This design comes from an exercise in tuning for small area, a short achievable clock period and few clock cycles on the open sky130 flow, not from production work. Function was checked by simulation only, so behaviour that the tests miss may differ from the original.

==> design/flow/design.v <==
module gcm_sbox (
    input  wire [7:0] a,
    output reg  [7:0] y
);
    always @(*) begin
        case (a)
            8'h00: y = 8'h63;
            8'h01: y = 8'h7c;
            8'h02: y = 8'h77;
            8'h03: y = 8'h7b;
            8'h04: y = 8'hf2;
            8'h05: y = 8'h6b;
            8'h06: y = 8'h6f;
            8'h07: y = 8'hc5;
            8'h08: y = 8'h30;
            8'h09: y = 8'h01;
            8'h0a: y = 8'h67;
            8'h0b: y = 8'h2b;
            8'h0c: y = 8'hfe;
            8'h0d: y = 8'hd7;
            8'h0e: y = 8'hab;
            8'h0f: y = 8'h76;
            8'h10: y = 8'hca;
            8'h11: y = 8'h82;
            8'h12: y = 8'hc9;
            8'h13: y = 8'h7d;
            8'h14: y = 8'hfa;
            8'h15: y = 8'h59;
            8'h16: y = 8'h47;
            8'h17: y = 8'hf0;
            8'h18: y = 8'had;
            8'h19: y = 8'hd4;
            8'h1a: y = 8'ha2;
            8'h1b: y = 8'haf;
            8'h1c: y = 8'h9c;
            8'h1d: y = 8'ha4;
            8'h1e: y = 8'h72;
            8'h1f: y = 8'hc0;
            8'h20: y = 8'hb7;
            8'h21: y = 8'hfd;
            8'h22: y = 8'h93;
            8'h23: y = 8'h26;
            8'h24: y = 8'h36;
            8'h25: y = 8'h3f;
            8'h26: y = 8'hf7;
            8'h27: y = 8'hcc;
            8'h28: y = 8'h34;
            8'h29: y = 8'ha5;
            8'h2a: y = 8'he5;
            8'h2b: y = 8'hf1;
            8'h2c: y = 8'h71;
            8'h2d: y = 8'hd8;
            8'h2e: y = 8'h31;
            8'h2f: y = 8'h15;
            8'h30: y = 8'h04;
            8'h31: y = 8'hc7;
            8'h32: y = 8'h23;
            8'h33: y = 8'hc3;
            8'h34: y = 8'h18;
            8'h35: y = 8'h96;
            8'h36: y = 8'h05;
            8'h37: y = 8'h9a;
            8'h38: y = 8'h07;
            8'h39: y = 8'h12;
            8'h3a: y = 8'h80;
            8'h3b: y = 8'he2;
            8'h3c: y = 8'heb;
            8'h3d: y = 8'h27;
            8'h3e: y = 8'hb2;
            8'h3f: y = 8'h75;
            8'h40: y = 8'h09;
            8'h41: y = 8'h83;
            8'h42: y = 8'h2c;
            8'h43: y = 8'h1a;
            8'h44: y = 8'h1b;
            8'h45: y = 8'h6e;
            8'h46: y = 8'h5a;
            8'h47: y = 8'ha0;
            8'h48: y = 8'h52;
            8'h49: y = 8'h3b;
            8'h4a: y = 8'hd6;
            8'h4b: y = 8'hb3;
            8'h4c: y = 8'h29;
            8'h4d: y = 8'he3;
            8'h4e: y = 8'h2f;
            8'h4f: y = 8'h84;
            8'h50: y = 8'h53;
            8'h51: y = 8'hd1;
            8'h52: y = 8'h00;
            8'h53: y = 8'hed;
            8'h54: y = 8'h20;
            8'h55: y = 8'hfc;
            8'h56: y = 8'hb1;
            8'h57: y = 8'h5b;
            8'h58: y = 8'h6a;
            8'h59: y = 8'hcb;
            8'h5a: y = 8'hbe;
            8'h5b: y = 8'h39;
            8'h5c: y = 8'h4a;
            8'h5d: y = 8'h4c;
            8'h5e: y = 8'h58;
            8'h5f: y = 8'hcf;
            8'h60: y = 8'hd0;
            8'h61: y = 8'hef;
            8'h62: y = 8'haa;
            8'h63: y = 8'hfb;
            8'h64: y = 8'h43;
            8'h65: y = 8'h4d;
            8'h66: y = 8'h33;
            8'h67: y = 8'h85;
            8'h68: y = 8'h45;
            8'h69: y = 8'hf9;
            8'h6a: y = 8'h02;
            8'h6b: y = 8'h7f;
            8'h6c: y = 8'h50;
            8'h6d: y = 8'h3c;
            8'h6e: y = 8'h9f;
            8'h6f: y = 8'ha8;
            8'h70: y = 8'h51;
            8'h71: y = 8'ha3;
            8'h72: y = 8'h40;
            8'h73: y = 8'h8f;
            8'h74: y = 8'h92;
            8'h75: y = 8'h9d;
            8'h76: y = 8'h38;
            8'h77: y = 8'hf5;
            8'h78: y = 8'hbc;
            8'h79: y = 8'hb6;
            8'h7a: y = 8'hda;
            8'h7b: y = 8'h21;
            8'h7c: y = 8'h10;
            8'h7d: y = 8'hff;
            8'h7e: y = 8'hf3;
            8'h7f: y = 8'hd2;
            8'h80: y = 8'hcd;
            8'h81: y = 8'h0c;
            8'h82: y = 8'h13;
            8'h83: y = 8'hec;
            8'h84: y = 8'h5f;
            8'h85: y = 8'h97;
            8'h86: y = 8'h44;
            8'h87: y = 8'h17;
            8'h88: y = 8'hc4;
            8'h89: y = 8'ha7;
            8'h8a: y = 8'h7e;
            8'h8b: y = 8'h3d;
            8'h8c: y = 8'h64;
            8'h8d: y = 8'h5d;
            8'h8e: y = 8'h19;
            8'h8f: y = 8'h73;
            8'h90: y = 8'h60;
            8'h91: y = 8'h81;
            8'h92: y = 8'h4f;
            8'h93: y = 8'hdc;
            8'h94: y = 8'h22;
            8'h95: y = 8'h2a;
            8'h96: y = 8'h90;
            8'h97: y = 8'h88;
            8'h98: y = 8'h46;
            8'h99: y = 8'hee;
            8'h9a: y = 8'hb8;
            8'h9b: y = 8'h14;
            8'h9c: y = 8'hde;
            8'h9d: y = 8'h5e;
            8'h9e: y = 8'h0b;
            8'h9f: y = 8'hdb;
            8'ha0: y = 8'he0;
            8'ha1: y = 8'h32;
            8'ha2: y = 8'h3a;
            8'ha3: y = 8'h0a;
            8'ha4: y = 8'h49;
            8'ha5: y = 8'h06;
            8'ha6: y = 8'h24;
            8'ha7: y = 8'h5c;
            8'ha8: y = 8'hc2;
            8'ha9: y = 8'hd3;
            8'haa: y = 8'hac;
            8'hab: y = 8'h62;
            8'hac: y = 8'h91;
            8'had: y = 8'h95;
            8'hae: y = 8'he4;
            8'haf: y = 8'h79;
            8'hb0: y = 8'he7;
            8'hb1: y = 8'hc8;
            8'hb2: y = 8'h37;
            8'hb3: y = 8'h6d;
            8'hb4: y = 8'h8d;
            8'hb5: y = 8'hd5;
            8'hb6: y = 8'h4e;
            8'hb7: y = 8'ha9;
            8'hb8: y = 8'h6c;
            8'hb9: y = 8'h56;
            8'hba: y = 8'hf4;
            8'hbb: y = 8'hea;
            8'hbc: y = 8'h65;
            8'hbd: y = 8'h7a;
            8'hbe: y = 8'hae;
            8'hbf: y = 8'h08;
            8'hc0: y = 8'hba;
            8'hc1: y = 8'h78;
            8'hc2: y = 8'h25;
            8'hc3: y = 8'h2e;
            8'hc4: y = 8'h1c;
            8'hc5: y = 8'ha6;
            8'hc6: y = 8'hb4;
            8'hc7: y = 8'hc6;
            8'hc8: y = 8'he8;
            8'hc9: y = 8'hdd;
            8'hca: y = 8'h74;
            8'hcb: y = 8'h1f;
            8'hcc: y = 8'h4b;
            8'hcd: y = 8'hbd;
            8'hce: y = 8'h8b;
            8'hcf: y = 8'h8a;
            8'hd0: y = 8'h70;
            8'hd1: y = 8'h3e;
            8'hd2: y = 8'hb5;
            8'hd3: y = 8'h66;
            8'hd4: y = 8'h48;
            8'hd5: y = 8'h03;
            8'hd6: y = 8'hf6;
            8'hd7: y = 8'h0e;
            8'hd8: y = 8'h61;
            8'hd9: y = 8'h35;
            8'hda: y = 8'h57;
            8'hdb: y = 8'hb9;
            8'hdc: y = 8'h86;
            8'hdd: y = 8'hc1;
            8'hde: y = 8'h1d;
            8'hdf: y = 8'h9e;
            8'he0: y = 8'he1;
            8'he1: y = 8'hf8;
            8'he2: y = 8'h98;
            8'he3: y = 8'h11;
            8'he4: y = 8'h69;
            8'he5: y = 8'hd9;
            8'he6: y = 8'h8e;
            8'he7: y = 8'h94;
            8'he8: y = 8'h9b;
            8'he9: y = 8'h1e;
            8'hea: y = 8'h87;
            8'heb: y = 8'he9;
            8'hec: y = 8'hce;
            8'hed: y = 8'h55;
            8'hee: y = 8'h28;
            8'hef: y = 8'hdf;
            8'hf0: y = 8'h8c;
            8'hf1: y = 8'ha1;
            8'hf2: y = 8'h89;
            8'hf3: y = 8'h0d;
            8'hf4: y = 8'hbf;
            8'hf5: y = 8'he6;
            8'hf6: y = 8'h42;
            8'hf7: y = 8'h68;
            8'hf8: y = 8'h41;
            8'hf9: y = 8'h99;
            8'hfa: y = 8'h2d;
            8'hfb: y = 8'h0f;
            8'hfc: y = 8'hb0;
            8'hfd: y = 8'h54;
            8'hfe: y = 8'hbb;
            8'hff: y = 8'h16;
            default: y = 8'h00;
        endcase
    end
endmodule
module gcm_lane (
    input  wire         clk,
    input  wire         rst,
    input  wire         start_valid,
    output wire         start_ready,
    input  wire [127:0] start_key,
    input  wire [95:0]  start_iv,
    input  wire         start_decrypt,
    input  wire         in_valid,
    output wire         in_ready,
    input  wire [127:0] in_data,
    input  wire [4:0]   in_bytes,
    input  wire         in_aad,
    input  wire         in_last,
    output reg          out_valid,
    output reg  [127:0] out_data,
    output reg          tag_valid,
    output reg  [127:0] tag
);
    localparam [2:0] S_IDLE  = 3'd0,
                     S_AES   = 3'd1,
                     S_WAIT  = 3'd2,
                     S_GHASH = 3'd3,
                     S_TAG   = 3'd4;
    localparam [1:0] JOB_H   = 2'd0,
                     JOB_J0  = 2'd1,
                     JOB_CTR = 2'd2;
    reg [2:0]   state;
    reg [1:0]   job;
    reg [127:0] key_r;
    reg [95:0]  iv_r;
    reg         dec_r;
    reg [31:0]  ctr;
    reg [127:0] h_r;
    reg [127:0] ekj0;
    reg [15:0]  aad_len;
    reg [15:0]  txt_len;
    reg [127:0] blk;
    reg [4:0]   blk_bytes;
    reg         blk_last;
    reg         len_done;
    reg [127:0] st;
    reg [127:0] rk;
    reg [7:0]   rcon;
    reg [3:0]   round;
    reg [127:0] y;
    reg [127:0] xs;
    reg [3:0]   gcnt;
    assign start_ready = (state == S_IDLE);
    assign in_ready    = (state == S_WAIT);
    function [127:0] byte_mask;
        input [4:0] n;
        integer b;
        begin
            for (b = 0; b < 16; b = b + 1)
                byte_mask[127 - 8*b -: 8] = (b < n) ? 8'hff : 8'h00;
        end
    endfunction
    function [7:0] xtime;
        input [7:0] b;
        begin
            xtime = {b[6:0], 1'b0} ^ (b[7] ? 8'h1b : 8'h00);
        end
    endfunction
    function [31:0] mix_col;
        input [31:0] c;
        reg [7:0] a0, a1, a2, a3;
        begin
            a0 = c[31:24]; a1 = c[23:16]; a2 = c[15:8]; a3 = c[7:0];
            mix_col[31:24] = xtime(a0) ^ (xtime(a1) ^ a1) ^ a2 ^ a3;
            mix_col[23:16] = a0 ^ xtime(a1) ^ (xtime(a2) ^ a2) ^ a3;
            mix_col[15:8]  = a0 ^ a1 ^ xtime(a2) ^ (xtime(a3) ^ a3);
            mix_col[7:0]   = (xtime(a0) ^ a0) ^ a1 ^ a2 ^ xtime(a3);
        end
    endfunction
    function [127:0] mul_alpha;
        input [127:0] v;
        begin
            mul_alpha = {1'b0, v[127:1]} ^ (v[0] ? {8'he1, 120'd0} : 128'd0);
        end
    endfunction
    wire [127:0] sb;
    genvar gi;
    generate
        for (gi = 0; gi < 16; gi = gi + 1) begin : g_sub
            gcm_sbox u_sbox (.a(st[127 - 8*gi -: 8]), .y(sb[127 - 8*gi -: 8]));
        end
    endgenerate
    reg [127:0] sr;
    integer r, c;
    always @(*) begin
        for (c = 0; c < 4; c = c + 1)
            for (r = 0; r < 4; r = r + 1)
                sr[127 - 8*(4*c + r) -: 8] = sb[127 - 8*(4*((c + r) % 4) + r) -: 8];
    end
    wire [127:0] mc = {mix_col(sr[127:96]), mix_col(sr[95:64]),
                       mix_col(sr[63:32]),  mix_col(sr[31:0])};
    wire [31:0] kw3 = rk[31:0];
    wire [31:0] ksub;
    gcm_sbox u_ks0 (.a(kw3[23:16]), .y(ksub[31:24]));
    gcm_sbox u_ks1 (.a(kw3[15:8]),  .y(ksub[23:16]));
    gcm_sbox u_ks2 (.a(kw3[7:0]),   .y(ksub[15:8]));
    gcm_sbox u_ks3 (.a(kw3[31:24]), .y(ksub[7:0]));
    wire [31:0] nk0 = rk[127:96] ^ ksub ^ {rcon, 24'd0};
    wire [31:0] nk1 = rk[95:64] ^ nk0;
    wire [31:0] nk2 = rk[63:32] ^ nk1;
    wire [31:0] nk3 = rk[31:0]  ^ nk2;
    wire [127:0] rk_next = {nk0, nk1, nk2, nk3};
    wire [127:0] round_out = ((round == 4'd10) ? sr : mc) ^ rk_next;
    reg [127:0] hp [0:7];
    reg [127:0] gsum;
    reg [127:0] y8;
    integer j;
    always @(*) begin
        hp[0] = h_r;
        for (j = 1; j < 8; j = j + 1)
            hp[j] = mul_alpha(hp[j-1]);
        gsum = 128'd0;
        for (j = 0; j < 8; j = j + 1)
            if (xs[7 - j])
                gsum = gsum ^ hp[j];
        y8 = y;
        for (j = 0; j < 8; j = j + 1)
            y8 = mul_alpha(y8);
    end
    wire [127:0] in_masked  = in_data & byte_mask(in_bytes);
    wire [127:0] ctr_text   = (blk ^ round_out) & byte_mask(blk_bytes);
    wire [127:0] len_block  = {45'd0, aad_len, 3'd0, 45'd0, txt_len, 3'd0};
    always @(posedge clk) begin
        out_valid <= 1'b0;
        tag_valid <= 1'b0;
        if (rst) begin
            state <= S_IDLE;
        end else begin
            case (state)
            S_IDLE: begin
                if (start_valid) begin
                    key_r    <= start_key;
                    iv_r     <= start_iv;
                    dec_r    <= start_decrypt;
                    aad_len  <= 16'd0;
                    txt_len  <= 16'd0;
                    len_done <= 1'b0;
                    y        <= 128'd0;
                    st    <= start_key;
                    rk    <= start_key;
                    rcon  <= 8'h01;
                    round <= 4'd1;
                    job   <= JOB_H;
                    state <= S_AES;
                end
            end
            S_AES: begin
                st    <= round_out;
                rk    <= rk_next;
                rcon  <= xtime(rcon);
                round <= round + 4'd1;
                if (round == 4'd10) begin
                    case (job)
                    JOB_H: begin
                        h_r   <= round_out;
                        st    <= {iv_r, 32'd1} ^ key_r;
                        rk    <= key_r;
                        rcon  <= 8'h01;
                        round <= 4'd1;
                        job   <= JOB_J0;
                    end
                    JOB_J0: begin
                        ekj0  <= round_out;
                        ctr   <= 32'd2;
                        state <= S_WAIT;
                    end
                    default: begin
                        out_valid <= 1'b1;
                        out_data  <= ctr_text;
                        xs    <= y ^ (dec_r ? blk : ctr_text);
                        y     <= 128'd0;
                        gcnt  <= 4'd0;
                        state <= S_GHASH;
                    end
                    endcase
                end
            end
            S_WAIT: begin
                if (in_valid) begin
                    blk       <= in_masked;
                    blk_bytes <= in_bytes;
                    blk_last  <= in_last;
                    if (in_aad) begin
                        aad_len <= aad_len + {11'd0, in_bytes};
                        xs      <= y ^ in_masked;
                        y       <= 128'd0;
                        gcnt    <= 4'd0;
                        state   <= S_GHASH;
                    end else begin
                        txt_len <= txt_len + {11'd0, in_bytes};
                        st      <= {iv_r, ctr} ^ key_r;
                        rk      <= key_r;
                        rcon    <= 8'h01;
                        round   <= 4'd1;
                        ctr     <= ctr + 32'd1;
                        job     <= JOB_CTR;
                        state   <= S_AES;
                    end
                end
            end
            S_GHASH: begin
                y    <= y8 ^ gsum;
                xs   <= {8'd0, xs[127:8]};
                gcnt <= gcnt + 4'd1;
                if (gcnt == 4'd15) begin
                    if (len_done) begin
                        state <= S_TAG;
                    end else if (blk_last) begin
                        xs       <= (y8 ^ gsum) ^ len_block;
                        y        <= 128'd0;
                        len_done <= 1'b1;
                    end else begin
                        state <= S_WAIT;
                    end
                end
            end
            S_TAG: begin
                tag_valid <= 1'b1;
                tag       <= ekj0 ^ y;
                state     <= S_IDLE;
            end
            default: state <= S_IDLE;
            endcase
        end
    end
endmodule
==> design/flow/run.sh <==
#!/bin/bash
# synth_recipe.tcl (not shown) runs the flow's synth.tcl, then flattens the netlist and writes it again
# the make line also repeats each setting of config.mk as NAME=value (left out here)
make -C /OpenROAD-flow-scripts/flow DESIGN_CONFIG=/design/flow/config.mk WORK_HOME=/design/flow/orfs CLKGATE_MAP_FILE= SYNTH_SCRIPT=/design/flow/synth_recipe.tcl finish
==> design/flow/config.mk <==
export PLATFORM = sky130hd
export DESIGN_NAME = gcm_lane
export DESIGN_NICKNAME = gcm_lane
export VERILOG_FILES = /design/flow/design.v
export SDC_FILE = /design/flow/constraint.sdc
export NUM_CORES = 8
export LEC_CHECK = 0
export CAP_MARGIN = 20
export CORE_MARGIN = 2
export CORE_UTILIZATION = 40
export SLEW_MARGIN = 20
==> design/flow/constraint.sdc <==
create_clock -name core_clock -period 10.0 [get_ports {clk}]
set_input_delay 2.0000 -clock core_clock [delete_from_list [all_inputs] [get_ports {clk}]]
set_output_delay 2.0000 -clock core_clock [all_outputs]
set_load 0.01 [all_outputs]
==> impl_metrics.csv <==
group,metric,value,unit
route,drt_iter0_markers,30900,
cts,cts_buffer_depth,4,
synth,synth_warnings,3,
global_routing,track_usage,44.5,%
setup_path,worst-r2r-setup-slack,2.58,ns
synth,syn_area,158000,µm²
route,drc,0,
final_layout,design_area,177000,µm²
cts,post_cts_buffers,0,
global_routing,grt_pass1_wl,1290000,µm
placement,placedCellCount,24800,
timing,min_period,7.52,ns
final_layout,fin_cells,25300,
cts,htreeDepth,4,
die,rows,231,
cts,cts_hold_buf,0,
cts,postCtsResizedCells,0,
placement,dpl-instance-area,170000,µm²
timing,setup-tns-final,0,ns
status,status,"timing/DRC/antenna clean",
timing,fin_crit_sh,75.2,%
timing,final.setup.worst_slack,2.48,ns
cts,clk_pin_slew,0.06,ns
global_routing,grt_start_max_net_pins,130,
final_layout,drive_gt1_share,7.24,%
synth,synth_edf_count,1466,
die,boundaryPins,624,
synth,async_flop_share,0,%
synth,synth_commonest_cells,"nand2_1 (2,913), nor2_1 (1,959), a21oi_1 (1,783)",
synth,avgSynthCellArea,7.84,µm²
route,viasPerCell,6.92,
setup_path,cp_max_fo,70,
setup_path,critPathArrivalTime,8.33,ns
die,core_area,395000,µm²
timing,relSlewSlack,8.64,%
timing,fin_worst_skew,0.0555,ns
cts,cts_made_buffers,206,
route,ant_nets,0,
route,first_pass_iters,10,
timing,tightest_slew,1.37,ns
die,die_y,633,µm
synth,yosys.area.top_type,"edfxtp_1",
cts,clock_sinks,1631,
global_routing,overflow,0,
setup_path,worstSetupEndpointType,"flip-flop",
timing,hold_viol,0,
route,wl,936000,µm
synth,ys_seq_elements,1631,
die,start_util,40.1,%
setup_path,critPathLaunchType,"input port",
global_routing,grt_pass1_vias,159000,
setup_path,cp_data_required_time,10.81,ns
synth,ys.flop_type,"edfxtp_1",
route,avgRoutedWirePerCell,37.0,µm
die,design.die.area,401000,µm²
hold_path,hp-class,"flip-flop to flip-flop",
synth,yosysMostFrequentCell,"nand2_1",
placement,dpl.hpwl,685000,µm
global_routing,antenna_found_initial,167,
setup_path,path_class,"input port to flip-flop",
synth,synth_cell_types,109,
timing,slew_viol_final,0,
synth,yosysSeqAreaShare,29.9,%
synth,syn_nets,20800,
route,num_vias,175000,
timing,max_freq,133,MHz
job,maxCapViolCount,0,
timing,final-setup-viol-count,0,
synth,synth_top_cell_area_share,27.8,%
final_layout,fin_nets,20400,
placement,io_buffer_count,623,
die,die_x,633,µm
cts,cts_root_buf,"clkbuf_16",
synth,synthCells,20200,
placement,pre_cts_ws,1.79,ns
final_layout,areaGrowthSynthToFinish,11.7,%
cts,cts_tree,"done",
timing,rsz0062_at_grt,"no",
cts,clk_latency,0.97,ns
placement,routabilityCongestion,1.09,
synth,yosys-top-cells-area,"edfxtp_1 (28%), xnor2_1 (8.3%), nand2_1 (6.9%)",
==> cell type report <==
cell class	instances	area, µm²
repair buffers	1340	11900
inverters	219	845
well taps	5242	6560
multi-input cells	16400	103000
fillers	39700	218000
diodes	123	308
clock buffers	255	5460
flip-flops and latches	1631	47300
clock inverters	120	1250
==> layer usage <==
| layer | GRT usage, % | part of all wire, % | vias to the layer above |
|---|---|---|---|
| met2 | 64.8 | 41 | 14000 |
| met4 | 30.8 | 8.5 | 74 |
| met5 | 0 | 0.082 | - |
| met3 | 12.6 | 13 | 2928 |
| met1 | 56.6 | 37 | 84900 |
| li1 | - | - | 73200 |
==> placed cells by master (no fill, tap or decap), types with 521 or more instances in the layout <==
| master | n |
|---|---|
| xor2_1 | 697 |
| clkdlybuf4s50_1 | 622 |
| buf_4 | 690 |
| nand3_1 | 521 |
| nor2_1 | 1946 |
| xnor2_1 | 1458 |
| o21ai_0 | 1556 |
| nor3_1 | 587 |
| edfxtp_1 | 1466 |
| nand2_1 | 2909 |
| a21oi_1 | 1768 |
==> sequential cells by signal, indices dropped and copies added (netlist names), 3 cells and up <==
| register | cells |
|---|---|
| out_data | 128 |
| ctr | 32 |
| blk_bytes | 5 |
| h_r | 128 |
| u_ks2.y | 8 |
| gcnt | 4 |
| u_ks0.y | 8 |
| u_ks1.y | 8 |
| state | 3 |
| key_r | 128 |
| round | 4 |
| rk | 128 |
| aad_len | 16 |
| xs | 128 |
| blk | 128 |
| st | 128 |
| tag | 128 |
| rcon | 8 |
| u_ks3.y | 8 |
| g_sub.u_sbox.y | 128 |
| ekj0 | 128 |
| iv_r | 96 |
| txt_len | 16 |
| y | 128 |
==> final timing paths <==
check                                        start                            to  depth (start not counted)
worst min register to register  ekj0[28]$_DFFE_PP_             tag[28]$_DFFE_PP_                          1
worst min-delay path            ekj0[28]$_DFFE_PP_             tag[28]$_DFFE_PP_                          1
worst max register to register    job[1]$_DFFE_PP_  g_sub[1].u_sbox.y[7]$_DFF_P_                         15
worst max-delay path                      in_valid  g_sub[2].u_sbox.y[6]$_DFF_P_                         17
==> stage by stage <==
step / util [%] / hold WS [ns]
floorplan: - / 0.524
global placement: 43.0 / 0.545
detailed placement: 43.0 / 0.549
CTS: 44.7 / 0.553
global route: 44.8 / 0.564
finish: 44.8 / 0.555
==> cells by family after synthesis <==
logic type / Yosys count / share of synthesized area (%)
flops: 1631 / 29.9
xor+xnor: 2432 / 15.4
mux: 191 / 1.26
compound gates: 6594 / 26.8
fa+ha+maj: 265 / 2.10
buf+inv: 2217 / 5.87
simple gates: 6879 / 18.7
==> critical path, cell delays in order <==
cell             delay, ns
clkdlybuf4s50_1       0.79
or3b_1                0.41
a2111o_2              0.60
inv_16                0.34
buf_4                 0.43
buf_4                 0.43
a21o_1                0.63
clkinv_1              0.55
ha_1                  0.59
nand2_1               0.25
a21boi_0              0.21
o21ai_0               0.12
a21oi_1               0.15
nor2_1                0.05
a211oi_1              0.32
a32oi_1               0.11
a21o_1                0.22
Testbench counts, summed over its fixed seeds: cycles 170,594.

## afterwards: timing with drivers on the ports
In the flow no input, the clock included, has a driving cell. The finished layout below was timed again as built, in two steps.
Step 1, drivers: a clkbuf_16 drives clk and a buf_2 each remaining input, both assumed.
Step 2 adds t to the input delays and takes it off the output delays; t is the mean of the earliest and latest rising clock arrival at the registers after step 1. Input paths then give back, and output paths get back, about the clock's delay inside the block.
Slacks: ideal / step 1 / step 2; pairs: ideal / step 1.
t, ns: 1.065
setup WS [ns]: 2.478 / 2.464 / 1.399
worst setup path at the end: input to register
After both steps setup and hold are still met in this run. For this run, drivers alone change the setup slack by -0.014 ns; drivers and shift together by -1.079 ns.
